Context: an optimization exercise on an open-source flow, tuned for small area, a short achievable clock period and few clock cycles. The choices shown serve that exercise and are no tape-out recipe.
Function was checked by simulation only, so behaviour that the tests miss may differ from the original.
Power and IR drop assume default switching activity.

==> flow/design.v <==
module ang_track (
    input  wire        clk,
    input  wire        rst,             
    input  wire        load,
    input  wire [63:0] load_angle,
    input  wire [63:0] load_speed,
    input  wire [47:0] load_t,
    input  wire [15:0] load_k,
    input  wire [15:0] cfg_ppr,
    input  wire [3:0]  cfg_kp,
    input  wire [3:0]  cfg_ks,
    input  wire        cmd_valid,
    output wire        cmd_ready,
    input  wire        cmd_epoch,       
    input  wire [47:0] cmd_t,
    output reg         res_valid,
    output wire [63:0] res_angle,
    output wire [31:0] res_speed
);
    reg [63:0] theta;
    reg [63:0] spd;
    reg [47:0] tt;
    reg [15:0] k;
    reg [15:0] bhi;         
    reg [63:0] pub;
    reg [15:0] ppr;
    reg [3:0]  kp;
    reg [3:0]  ks;
    reg [47:0] pitch;       
    reg [8:0]  zoh;         
    reg        zall;        
    reg        st_idle, st_pset, st_pdiv, st_sub, st_set, st_run;
    reg        t_mul;       
    reg        t_pred;      
    reg        t_diff;      
    reg        t_shift;     
    reg        t_upd;       
    reg        t_sks;       
    reg        t_cmp;       
    reg        p_div;       
    reg        th_done;     
    reg        p_done;      
    reg        op_diff;     
    reg        op_sub;      
    reg        ep;
    reg        rsel;        
    reg [47:0] dt;          
    reg [79:0] acc;         
    reg [4:0]  mi;          
    reg        b_neg, b_m1, b_m2, b_m3, b_m4;   
    reg [65:0] s3;          
    reg [64:0] qd;          
    reg [47:0] rm;          
    reg [5:0]  dp;          
    reg [5:0]  dl;          
    reg [6:0]  c71;         
    reg        dv_fin;      
    reg [15:0] rs;          
    reg [47:0] qm;          
    reg [4:0]  sn;          
    reg        sd_busy;
    reg [3:0]  sc;          
    reg        lt_r, eq_r;  
    wire fin = st_run && (th_done || t_cmp) && (p_done || op_sub);
    assign cmd_ready = st_idle || (fin && !st_sub) || (t_pred && ep);
    assign res_angle = rsel ? pub : theta;
    assign res_speed = spd[47:16];
    wire ld_ok  = st_idle || st_pset || st_pdiv;
    wire accept = cmd_valid && cmd_ready && !load;
    wire [16:0] k1     = {1'b0, k} + 17'd1;
    wire        wrap   = !(k1 < {1'b0, ppr});
    wire [15:0] kn     = wrap ? 16'd0 : k1[15:0];
    wire [15:0] bn     = wrap ? bhi + 16'd1 : bhi;
    function [6:0] blen64(input [63:0] v);
        integer i;
        begin
            blen64 = 7'd0;
            for (i = 0; i < 64; i = i + 1)
                if (v[i]) blen64 = i + 1;
        end
    endfunction
    wire [6:0] p_len  = blen64({48'd0, ppr});
    wire       p_pow2 = ((ppr & (ppr - 16'd1)) == 16'd0);
    wire [6:0] bd_len = blen64({16'd0, dt});
    wire       dv_go  = (st_pdiv || st_run || (st_set && !ep)) && !dv_fin;
    wire [5:0] dp_cur = st_set ? 6'd63 : dp;
    reg        sk8;
    integer    zi;
    always @(*) begin
        sk8 = zall;
        for (zi = 0; zi < 9; zi = zi + 1)
            sk8 = sk8 | (zoh[zi] & (|(dt >> zi)));
    end
    wire [6:0] dpl    = {1'b0, dp} + {1'b0, dl};
    wire       skip   = st_set ? sk8 :
                        (dpl >= (st_pdiv ? 7'd57 : c71)) && (dp >= 6'd23);
    wire [51:0] dtx    = {3'd0, dt, 1'b0};
    function [3:0] field(input [51:0] v, input [4:0] j);
        integer i;
        begin
            field = 4'd0;
            for (i = 0; i < 17; i = i + 1)
                if (j == i) field = v[3*i +: 4];
        end
    endfunction
    wire [4:0]  fidx   = mi - 5'd1;
    wire [3:0]  fnext  = field(dtx, fidx);
    function [4:0] bdec(input [3:0] f);
        case (f)
            4'b0001, 4'b0010, 4'b1101, 4'b1110: bdec = 5'b00010;
            4'b0011, 4'b0100, 4'b1011, 4'b1100: bdec = 5'b00100;
            4'b0101, 4'b0110, 4'b1001, 4'b1010: bdec = 5'b01000;
            4'b0111, 4'b1000:                   bdec = 5'b10000;
            default:                            bdec = 5'b00000;
        endcase
    endfunction
    reg  [47:0] lead;
    reg         tv1, tv2, tv3, tv4;      
    reg  [3:0]  fset;
    reg  [4:0]  mset;
    integer     li;
    always @(*) begin
        for (li = 0; li < 48; li = li + 1)
            lead[li] = dt[li] && (li == 47 ? 1'b1 : !(|(dt >> (li + 1))));
        tv1 = 1'b0; tv2 = 1'b0; tv3 = 1'b0; tv4 = 1'b0;
        fset = 4'd0;
        mset = 5'd0;
        for (li = 0; li < 48; li = li + 1) begin
            if ((li + 1) % 3 == 0)
                tv1 = tv1 | lead[li];
            else if ((li + 1) % 3 == 1) begin
                tv1 = tv1 | (lead[li] & !dtx[li]);
                tv2 = tv2 | (lead[li] &  dtx[li]);
            end else begin
                tv2 = tv2 | (lead[li] & !dtx[li] & !dtx[li-1]);
                tv3 = tv3 | (lead[li] & (dtx[li] ^ dtx[li-1]));
                tv4 = tv4 | (lead[li] &  dtx[li] &  dtx[li-1]);
            end
            if (li >= 2) begin
                fset = fset | ({4{lead[li]}} & dtx[3*((li+1)/3 - 1) +: 4]);
                mset = mset | ({5{lead[li]}} & ((li + 1) / 3 - 1));
            end
        end
    end
    wire [3:0]  fsel   = st_set ? fset : fnext;
    wire [4:0]  fdec   = bdec(fsel);
    wire        fneg   = fsel[3] && !(fsel[2] && fsel[1] && fsel[0]);
    wire        mul1   = (dt[47:2] == 46'd0);    
    wire [63:0] c_x    = spd ^ qd[63:0] ^ ~acc[79:16];
    wire [63:0] c_y    = {(spd[62:0] & qd[62:0]) | (spd[62:0] & ~acc[78:16]) |
                          (qd[62:0] & ~acc[78:16]), 1'b0};
    wire [65:0] b_mag  = ({66{b_m1}} & {2'b00, spd}) | ({66{b_m2}} & {1'b0, spd, 1'b0}) |
                         ({66{b_m3}} & s3)           | ({66{b_m4}} & {spd, 2'b00});
    wire [79:0] b_term = {14'd0, b_mag} ^ {80{b_neg}};
    wire [63:0] meas   = {bhi, qm};
    wire        cin_hi = (op_sub && !lt_r) || st_sub;
    wire [63:0] x_hi = ({64{t_mul}}            & acc[76:13]) |
                       ({64{st_set}}           & {15'd0, spd[63:15]}) |
                       ({64{t_pred}}           & acc[79:16]) |
                       ({64{t_upd}}            & ~acc[79:16]) |
                       ({64{op_diff}}          & ~meas) |
                       ({64{op_sub}}           & c_x) |
                       ({64{st_sub}}           & {16'd0, dt});
    wire [15:0] x_lo = ({16{t_mul}} & {acc[12:0], 3'b000}) |
                       ({16{st_set}} & {spd[14:0], 1'b0});
    wire [63:0] y_hi = ({64{t_mul}}                      & b_term[79:16]) |
                       ({64{st_set}}                     & {16'd0, spd[63:16]}) |
                       ({64{t_pred || op_diff || t_upd}} & theta) |
                       ({64{op_sub}}                     & c_y) |
                       ({64{st_sub}}                     & {16'hFFFF, ~tt});
    wire [15:0] y_lo = t_mul ? b_term[15:0] : st_set ? spd[15:0] : {16{cin_hi}};
    wire        cin  = (t_mul && b_neg) || cin_hi;
    wire [80:0] sum  = {1'b0, x_hi, x_lo} + {1'b0, y_hi, y_lo} + {80'd0, cin};
    wire [63:0] s_hi = sum[79:16];
    wire        cout = sum[80];
    reg         tl_r, jn_r;
    wire        d_tail = st_run && tl_r;
    wire        d_junc = st_run && jn_r;
    wire [5:0]  dp_nx  = dp_cur - (skip ? 6'd8 : 6'd2);
    wire [51:0] d_rr   = {2'b00, rm, d_tail ? 2'b00 : qd[63:62]};
    wire [51:0] d_n1   = ~{4'd0, dt};
    wire [51:0] d_n2   = ~{3'd0, dt, 1'b0};
    wire [51:0] d_t1   = d_rr + d_n1 + 52'd1;
    wire [51:0] d_t2   = d_rr + d_n2 + 52'd1;
    wire [51:0] d_cs   = d_rr ^ d_n1 ^ d_n2;
    wire [51:0] d_cc   = {(d_rr[50:0] & d_n1[50:0]) | (d_rr[50:0] & d_n2[50:0]) |
                          (d_n1[50:0] & d_n2[50:0]), 1'b0};
    wire [51:0] d_t3   = d_cs + d_cc + 52'd2;
    wire [1:0]  d_q    = !d_t3[51] ? 2'd3 : !d_t2[51] ? 2'd2 :
                         !d_t1[51] ? 2'd1 : 2'd0;
    wire [47:0] d_r2   = !d_t3[51] ? d_t3[47:0] : !d_t2[51] ? d_t2[47:0] :
                         !d_t1[51] ? d_t1[47:0] : d_rr[47:0];
    wire [16:0] s_sh1  = {rs, 1'b0};
    wire [17:0] s_df1  = {1'b0, s_sh1} - {2'b00, ppr};
    wire        s_f1   = !s_df1[17];
    wire [15:0] s_r1   = s_f1 ? s_df1[15:0] : s_sh1[15:0];
    wire [16:0] s_sh2  = {s_r1, 1'b0};
    wire [17:0] s_df2  = {1'b0, s_sh2} - {2'b00, ppr};
    wire        s_f2   = !s_df2[17];
    wire [15:0] s_r2   = s_f2 ? s_df2[15:0] : s_sh2[15:0];
    wire dvf_set = dv_go && !st_set && !skip && (dp == 6'd1);
    wire dvf_nx  = (dv_fin || dvf_set) && !st_sub;
    wire thd_nx  = (th_done || (t_upd && ks == 4'd0) ||
                    (t_sks && (sc == 4'd4 || sc == 4'd1)) || t_cmp) && !st_set;
    wire pdv_nx  = (p_div && !op_sub) || (st_set && !ep);
    wire tdf_nx  = (t_diff && !op_diff) || (t_pred && !ep);
    wire sdb_nx  = op_diff || st_pset || (sd_busy && sn != 5'd1);
    always @(posedge clk) begin
        op_diff <= tdf_nx && !sdb_nx && !rst;
        op_sub  <= pdv_nx && dvf_nx && thd_nx && !rst;
        if (sn != 5'd0) begin
            rs <= s_r2;
            qm <= {qm[45:0], s_f1, s_f2};
            sn <= sn - 5'd1;
            if (sn == 5'd1)
                sd_busy <= 1'b0;
        end
        if (dv_go) begin
            tl_r <= (dp_nx < {2'd0, ks});
            jn_r <= (dp_nx == {2'd0, ks});
            dp   <= dp_nx;
            if (skip) begin
                rm <= {rm[39:0], qd[63:56]};
                qd <= {qd[64], qd[55:0], 8'd0};
            end else begin
                rm <= d_r2;
                if (d_tail) begin
                    lt_r <= lt_r || (eq_r && (d_q < {spd[dp[3:0]], spd[dp[3:0] - 4'd1]}));
                    eq_r <= eq_r && (d_q == {spd[dp[3:0]], spd[dp[3:0] - 4'd1]});
                end else if (d_junc) begin
                    qd  <= {qd[64], qd[62:0], d_q[1]};
                    lt_r <= lt_r || (eq_r && !d_q[0] && spd[dp[3:0] - 4'd1]);
                    eq_r <= eq_r && (d_q[0] == spd[dp[3:0] - 4'd1]);
                end else
                    qd <= {qd[64], qd[61:0], d_q};
                if (!st_set && dp == 6'd1)
                    dv_fin <= 1'b1;
            end
        end
        res_valid <= 1'b0;
        if (st_sub) begin
            dt     <= s_hi[47:0];               
            if (!ep)
                tt <= dt;
            rm     <= 48'd0;
            lt_r   <= 1'b0;
            eq_r   <= 1'b1;
            dv_fin <= 1'b0;
            st_sub <= 1'b0;
            st_set <= 1'b1;
        end
        if (st_pset) begin
            c71     <= 7'd73 - p_len + {6'd0, p_pow2};
            dp      <= 6'd63;
            dl      <= bd_len[5:0];
            for (zi = 0; zi < 9; zi = zi + 1)
                zoh[zi] <= ({1'b0, p_len} - 8'd2 - {7'd0, p_pow2} == 8'd7 - zi);
            zall    <= ({1'b0, p_len} - 8'd2 - {7'd0, p_pow2} >= 8'd7) &&
                       ({1'b0, p_len} < 8'd2 + {7'd0, p_pow2} ? 1'b0 : 1'b1);
            rs      <= kn;
            sn      <= 5'd24;
            sd_busy <= 1'b1;
            rm      <= 48'd0;
            dv_fin  <= 1'b0;
            st_pset <= 1'b0;
            st_pdiv <= 1'b1;
        end
        if (st_pdiv && dv_fin) begin
            pitch   <= qd[47:0];
            st_pdiv <= 1'b0;
            st_idle <= 1'b1;
        end
        if (st_set) begin
            s3     <= sum[65:0];
            acc    <= ({80{tv1}} & {16'd0, spd}) | ({80{tv2}} & {15'd0, spd, 1'b0}) |
                      ({80{tv3}} & {14'd0, sum[65:0]}) | ({80{tv4}} & {14'd0, spd, 2'b00});
            mi     <= mset;
            b_neg  <= fneg;
            {b_m4, b_m3, b_m2, b_m1} <= fdec[4:1];
            if (mul1)
                t_pred <= 1'b1;
            else
                t_mul  <= 1'b1;
            th_done <= 1'b0;
            p_done  <= ep;
            dl      <= bd_len[5:0];
            if (ep)
                dv_fin <= 1'b1;
            else
                p_div  <= 1'b1;
            st_set <= 1'b0;
            st_run <= 1'b1;
        end
        if (t_mul) begin
            acc    <= sum[79:0];
            mi     <= fidx;
            b_neg  <= fneg;
            {b_m4, b_m3, b_m2, b_m1} <= fdec[4:1];
            if (mi == 5'd0) begin
                t_mul  <= 1'b0;
                t_pred <= 1'b1;
            end
        end
        if (t_pred) begin
            acc[79:16] <= s_hi;
            t_pred     <= 1'b0;
            if (ep)
                t_cmp  <= 1'b1;
            else begin
                theta  <= s_hi;
                t_diff <= 1'b1;
            end
        end
        if (op_diff) begin
            acc[79:16] <= s_hi;
            sc         <= kp;
            t_diff     <= 1'b0;
            if (kp == 4'd0)
                t_upd   <= 1'b1;
            else
                t_shift <= 1'b1;
            rs      <= kn;
            sn      <= 5'd24;
            sd_busy <= 1'b1;
        end
        if (t_shift) begin
            if (sc[3:2] != 2'd0) begin
                acc[79:16] <= {{4{acc[79]}}, acc[79:20]};
                sc         <= sc - 4'd4;
            end else begin
                acc[79:16] <= {acc[79], acc[79:17]};
                sc         <= sc - 4'd1;
            end
            if (sc == 4'd4 || sc == 4'd1) begin
                t_shift <= 1'b0;
                t_upd   <= 1'b1;
            end
        end
        if (t_upd) begin
            theta      <= s_hi;
            acc[79:16] <= spd;
            sc         <= ks;
            t_upd      <= 1'b0;
            if (ks == 4'd0)
                th_done <= 1'b1;
            else
                t_sks   <= 1'b1;
        end
        if (t_sks) begin
            if (sc[3:2] != 2'd0) begin
                acc[79:16] <= {{4{acc[79]}}, acc[79:20]};
                sc         <= sc - 4'd4;
            end else begin
                acc[79:16] <= {acc[79], acc[79:17]};
                sc         <= sc - 4'd1;
            end
            if (sc == 4'd4 || sc == 4'd1) begin
                t_sks   <= 1'b0;
                th_done <= 1'b1;
            end
        end
        if (t_cmp) begin
            if (acc[79:16] >= pub)
                pub <= acc[79:16];
            t_cmp   <= 1'b0;
            th_done <= 1'b1;
        end
        if (op_sub) begin
            spd    <= s_hi;
            p_div  <= 1'b0;
            p_done <= 1'b1;
        end
        if (fin) begin
            res_valid <= 1'b1;
            rsel      <= t_cmp;
            st_run    <= 1'b0;
            st_idle   <= !st_sub;
        end
        if (accept) begin
            ep      <= cmd_epoch;
            dt      <= cmd_t;
            qd      <= {1'b0, pitch, 16'd0};
            st_idle <= 1'b0;
            st_sub  <= 1'b1;
            if (!cmd_epoch) begin
                k   <= kn;
                bhi <= bn;
            end
        end
        if (load && ld_ok) begin
            theta   <= load_angle;
            pub     <= load_angle;
            spd     <= load_speed;
            tt      <= load_t;
            k       <= load_k;
            bhi     <= load_angle[63:48];
            ppr     <= cfg_ppr;
            kp      <= cfg_kp;
            ks      <= cfg_ks;
            dt      <= {32'd0, cfg_ppr};
            qd      <= {1'b0, 64'h0001_0000_0000_0000};
            st_idle <= 1'b0;
            st_pdiv <= 1'b0;
            st_pset <= 1'b1;
        end
        if (rst) begin
            st_idle   <= 1'b1;
            st_pset   <= 1'b0;
            st_pdiv   <= 1'b0;
            st_sub    <= 1'b0;
            st_set    <= 1'b0;
            st_run    <= 1'b0;
            t_mul     <= 1'b0;
            t_pred    <= 1'b0;
            t_diff    <= 1'b0;
            t_shift   <= 1'b0;
            t_upd     <= 1'b0;
            t_cmp     <= 1'b0;
            p_div     <= 1'b0;
            t_sks     <= 1'b0;
            res_valid <= 1'b0;
            sn        <= 5'd0;
            sd_busy   <= 1'b0;
        end
    end
endmodule
==> flow/run.sh <==
#!/bin/bash
# synth_recipe.tcl (not shown) runs the flow's synth.tcl, then flattens the netlist and writes it again
# the make line also repeats each setting of config.mk as NAME=value (left out here)
make -C /OpenROAD-flow-scripts/flow DESIGN_CONFIG=/design/flow/config.mk WORK_HOME=/design/flow/orfs CLKGATE_MAP_FILE= SYNTH_SCRIPT=/design/flow/synth_recipe.tcl finish
==> flow/config.mk <==
export PLATFORM = sky130hd
export DESIGN_NAME = ang_track
export DESIGN_NICKNAME = ang_track
export VERILOG_FILES = /design/flow/design.v
export SDC_FILE = /design/flow/constraint.sdc
export NUM_CORES = 4
export LEC_CHECK = 0
export CAP_MARGIN = 20
export CORE_MARGIN = 2
export CORE_UTILIZATION = 40
export SETUP_SLACK_MARGIN = 5
export SLEW_MARGIN = 20
==> flow/constraint.sdc <==
create_clock -name core_clock -period 10.0 [get_ports {clk}]
set_input_delay 2.0000 -clock core_clock [delete_from_list [all_inputs] [get_ports {clk}]]
set_output_delay 2.0000 -clock core_clock [all_outputs]
set_load 0.01 [all_outputs]
==> results.sh <==
export IMPL_cts_max_level=3
export IMPL_critPathMaxStageDelay_ns=0.44
export IMPL_p_total_mw=21.8
export IMPL_syn_nets=8539
export IMPL_port_buffers=366
export IMPL_slowest_stage="a2111oi_4"
export IMPL_synth_async_reset_ratio_pct=0
export IMPL_dr_pass1_iters=12
export IMPL_worstPathRequired_ns=10.49
export IMPL_crit_chain="buf_12, a222oi_1, xor2_1, a22oi_2, fa_2, a211o_1, a2111oi_4, o31ai_4, o21a_2, a211oi_4, o221ai_4, a31oi_4, o21ai_4, a221oi_4, o21ai_2, xnor2_2, buf_4, o21ai_2"
export IMPL_path_clk_slew_ns=0.06
export IMPL_cts_buffer_depth=3
export IMPL_ctsHoldBuffers=0
export IMPL_root_buffer="clkbuf_16"
export IMPL_drc=0
export IMPL_maxCapViolations=0
export IMPL_slew_viol_final=0
export IMPL_areaGrowthSynthToFinish_pct=21.3
export IMPL_initial_utilization_pct=40.2
export IMPL_crit_fanout=37
export IMPL_crit_path_frequent_cell="o21ai_2"
export IMPL_critPathLaunchType="flop"
export IMPL_ant_nets=0
export IMPL_syn_mean_instance_area_um2=8.61
export IMPL_stdcell_area_um2=80400
export IMPL_endpoint_kind="flop"
export IMPL_netlist_top_cell_by_area="edfxtp_1"
export IMPL_gp_congestion=1.01
export IMPL_syn_inst=7708
export IMPL_fin_nets=8884
export IMPL_fin_crit_ns=5.24
export IMPL_seq_area_frac_synth_pct=33.0
export IMPL_netlist_area_um2=66300
export IMPL_vias=68700
export IMPL_die_height_um=411
export IMPL_critical_path_top_delay_family="compound AO/OA/AOI/OAI gates"
export IMPL_synth_area_top_cells="edfxtp_1, ha_1, nand2_1, dfxtp_1, o21ai_0"
export IMPL_post_dp_hpwl_mm=233
export IMPL_grt_max_degree=143
export IMPL_cts_buffers=93
export IMPL_viasPerCell=6.65
export IMPL_grt_pass1_vias=64700
export IMPL_row_count=149
export IMPL_instances_no_fill=10300
export IMPL_min_period_over_period_pct=52.4
export IMPL_die_x_um=411
export IMPL_tritoncts="done"
export IMPL_tightest_slew_ns=1.10
export IMPL_cp_buffers_inverters=2
export IMPL_ys_ff_latch=789
export IMPL_synth_cell_types=104
export IMPL_track_usage_pct=37.9
export IMPL_initialDrtViolationCount=10000
export IMPL_synth_warnings=1
export IMPL_clock_skew_ns=0.0656
export IMPL_io_pins=367
export IMPL_synthFlopType="edfxtp_1"
export IMPL_yosysTopAreaCellShare_pct=27.7
export IMPL_hold_path_class="flop to flop"
export IMPL_synth_edff_count=611
export IMPL_place_inst=9821
export IMPL_grt_pass1_wl_mm=468
export IMPL_placed_area_um2=71600
export IMPL_powerDensity_nw_per_um2=271
export IMPL_cp_arrival_ns=5.73
export IMPL_tns_ns=0
export IMPL_status="timing/DRC/antenna clean"
export IMPL_setup_viol=0
export IMPL_relSlewSlack_pct=25.7
export IMPL_final_core_util_pct=48.8
export IMPL_core_region_area_um2=165000
export IMPL_overflow=0
export IMPL_dieArea_um2=169000
export IMPL_insertion_delay_ns=0.77
export IMPL_crit_type="flop to flop"
export IMPL_ir_drop_mv=0.236
export IMPL_antenna_found_initial=14
export IMPL_max_freq_mhz=191
export IMPL_drive_gt1_share_pct=14.1
export IMPL_post_drt_wl_per_cell_um=32.5
export IMPL_routed_wl_mm=336
export IMPL_leakagePower_nw=32.2
export IMPL_rsz0062_at_grt="yes"
export IMPL_hold_violations=0
export IMPL_cts_sinks=789
[sequential cells by signal (all words and copies together) (netlist names), 9 cells and up]
register  flops
acc          80
s3           66
pub          64
qd           64
spd          64
theta        64
dt           48
pitch        48
qm           48
rm           48
tt           48
bhi          16
k            16
ppr          16
rs           16
zoh           9
[Yosys cell counts, types with 56 or more instances]
library cell and number:
nand3_1 188, o221ai_1 78, xor2_1 122, a221oi_1 127, xnor2_1 218, nand4_1 94, edfxtp_1 611, o211ai_1 58
mux2_2 72, nand2_1 1065, inv_1 402, dfxtp_1 178, nor2b_1 56, clkbuf_1 448, nor2_1 501, ha_1 445
a211oi_1 111, nand2b_1 63, a21oi_1 552, a22o_1 65, o21ai_0 580, fa_1 117, a221o_1 61, mux2i_1 131
nor3_1 146, a311oi_1 64, a21o_1 189
[report_power, final]
part | total, mW | leakage [nW] | internal, mW | switching (mW)
registers | 5.07 | 7.36 | 4.27 | 0.797
clock network | 3.62 | 1.50 | 1.98 | 1.63
logic | 13.1 | 23.3 | 5.24 | 7.83
[path summary, 6_finish.rpt]
path / startpoint / end / slack, ns / depth (start not counted)
max: b_m2 / spd[48] / 4.76 / 18
min: qm[39] / qm[41] / 0.44 / 0
max reg2reg: b_m2 / spd[48] / 4.76 / 18
min reg2reg: qm[39] / qm[41] / 0.44 / 0
[worst register-to-register path: cells and delay by family, from the launching register on]
family                     cells  cell delay, ns
AOI/OAI and AO/OA             13            3.26
xor gates and xnor gates       2            0.53
DFF                            1            0.43
adders and majority gates      1            0.41
buffers and inverters          2            0.38
[per-layer routing]
metal / up-vias / part of all wire (%) / track usage (%)
li1: 29200 / - / -
met1: 33600 / 38 / 48.8
met5: - / 0.045 / 0
met2: 4808 / 42 / 56.4
met3: 1111 / 12 / 10.3
met4: 14 / 7.5 / 23.1
[area by class of cell]
| cell class | instances | area (µm²) |
|---|---|---|
| Sequential cell | 789 | 22000 |
| Clock inverter | 50 | 592 |
| Antenna cell | 10 | 25.0 |
| Inverter | 414 | 1790 |
| Fill cell | 15700 | 84400 |
| Multi-Input combinational cell | 5925 | 42700 |
| Timing Repair Buffer | 826 | 8090 |
| Timing Repair inverter | 4 | 35.0 |
| Clock buffer | 123 | 2520 |
| Tap cell | 2189 | 2740 |
[through the flow]
step | setup WS [ns] | hold slack, ns
after floorplan | 4.97 | 0.416
after global placement | 2.97 | 0.429
after detailed placement | 2.97 | 0.431
after CTS | 4.83 | 0.439
after global routing | 4.70 | 0.454
final | 4.76 | 0.439
[kinds of logic (layout without fill, tap and decap cells)]
| kind of cell | after synthesis | in the layout | synth area share, % |
|---|---|---|---|
| adders and majority gates | 563 | 563 | 11.9 |
| AOI/OAI and AO/OA | 2442 | 2443 | 24.9 |
| other | 0 | 10 | 0 |
| buffers and inverters | 998 | 1417 | 6.03 |
| xor gates and xnor gates | 340 | 340 | 4.49 |
| DFF | 789 | 789 | 33.0 |
| muxes | 213 | 213 | 3.54 |
| and+or+nand+nor | 2363 | 2366 | 16.1 |
[layout by cell type (no fill, tap or decap), types with 58 or more instances in the layout]
cell / synthesis / layout
inv_1: 402 / 359
o221ai_1: 78 / 78
a21o_1: 189 / 189
xor2_1: 122 / 109
a221oi_1: 127 / 96
fa_1: 117 / 116
a311oi_1: 64 / 59
a21oi_1: 552 / 520
clkdlybuf4s50_1: 0 / 366
nor2_1: 501 / 478
a22o_1: 65 / 65
xnor2_1: 218 / 194
dfxtp_1: 178 / 156
mux2_2: 72 / 71
a221o_1: 61 / 61
o211ai_1: 58 / 58
nand3_1: 188 / 184
nand2_1: 1065 / 1049
nor3_1: 146 / 139
nand2b_1: 63 / 62
ha_1: 445 / 394
a211oi_1: 111 / 100
edfxtp_1: 611 / 611
clkbuf_16: 0 / 97
mux2i_1: 131 / 127
nand4_1: 94 / 94
buf_4: 45 / 373
o21ai_0: 580 / 529
[repair_timing]
item	in CTS	in global routing
setup buffers	199	108
endpoints found under the setup margin	518	305
cloned	14	4
resized for setup	338	253
pin swaps	71	119
Testbench counts, summed over its fixed seeds: cycles 93,561.

[what the ideal ports hide]
How much do the figures lean on ideal ports? The routed layout below was timed once more, with nothing changed but the port constraints. Step 1: set_driving_cell puts a clkbuf_16 on clk and a buf_2 on each other input, an assumption about the parent block. Step 2 adds t to the input delays and takes it off the output delays; t is the mean of the earliest and latest rising clock arrival at the registers after step 1. Input paths then give back, and output paths get back, about the clock's delay inside the block. Slacks: ideal / step 1 / step 2; pairs: ideal / step 1.
shift t [ns]: 0.833
setup slack, ns: 4.762 / 4.762 / 4.603
cell pins on the clock port's net: 1
After both steps this run still meets setup and hold. For this run, drivers alone change the setup slack by 0.000 ns; drivers and shift together by -0.159 ns.
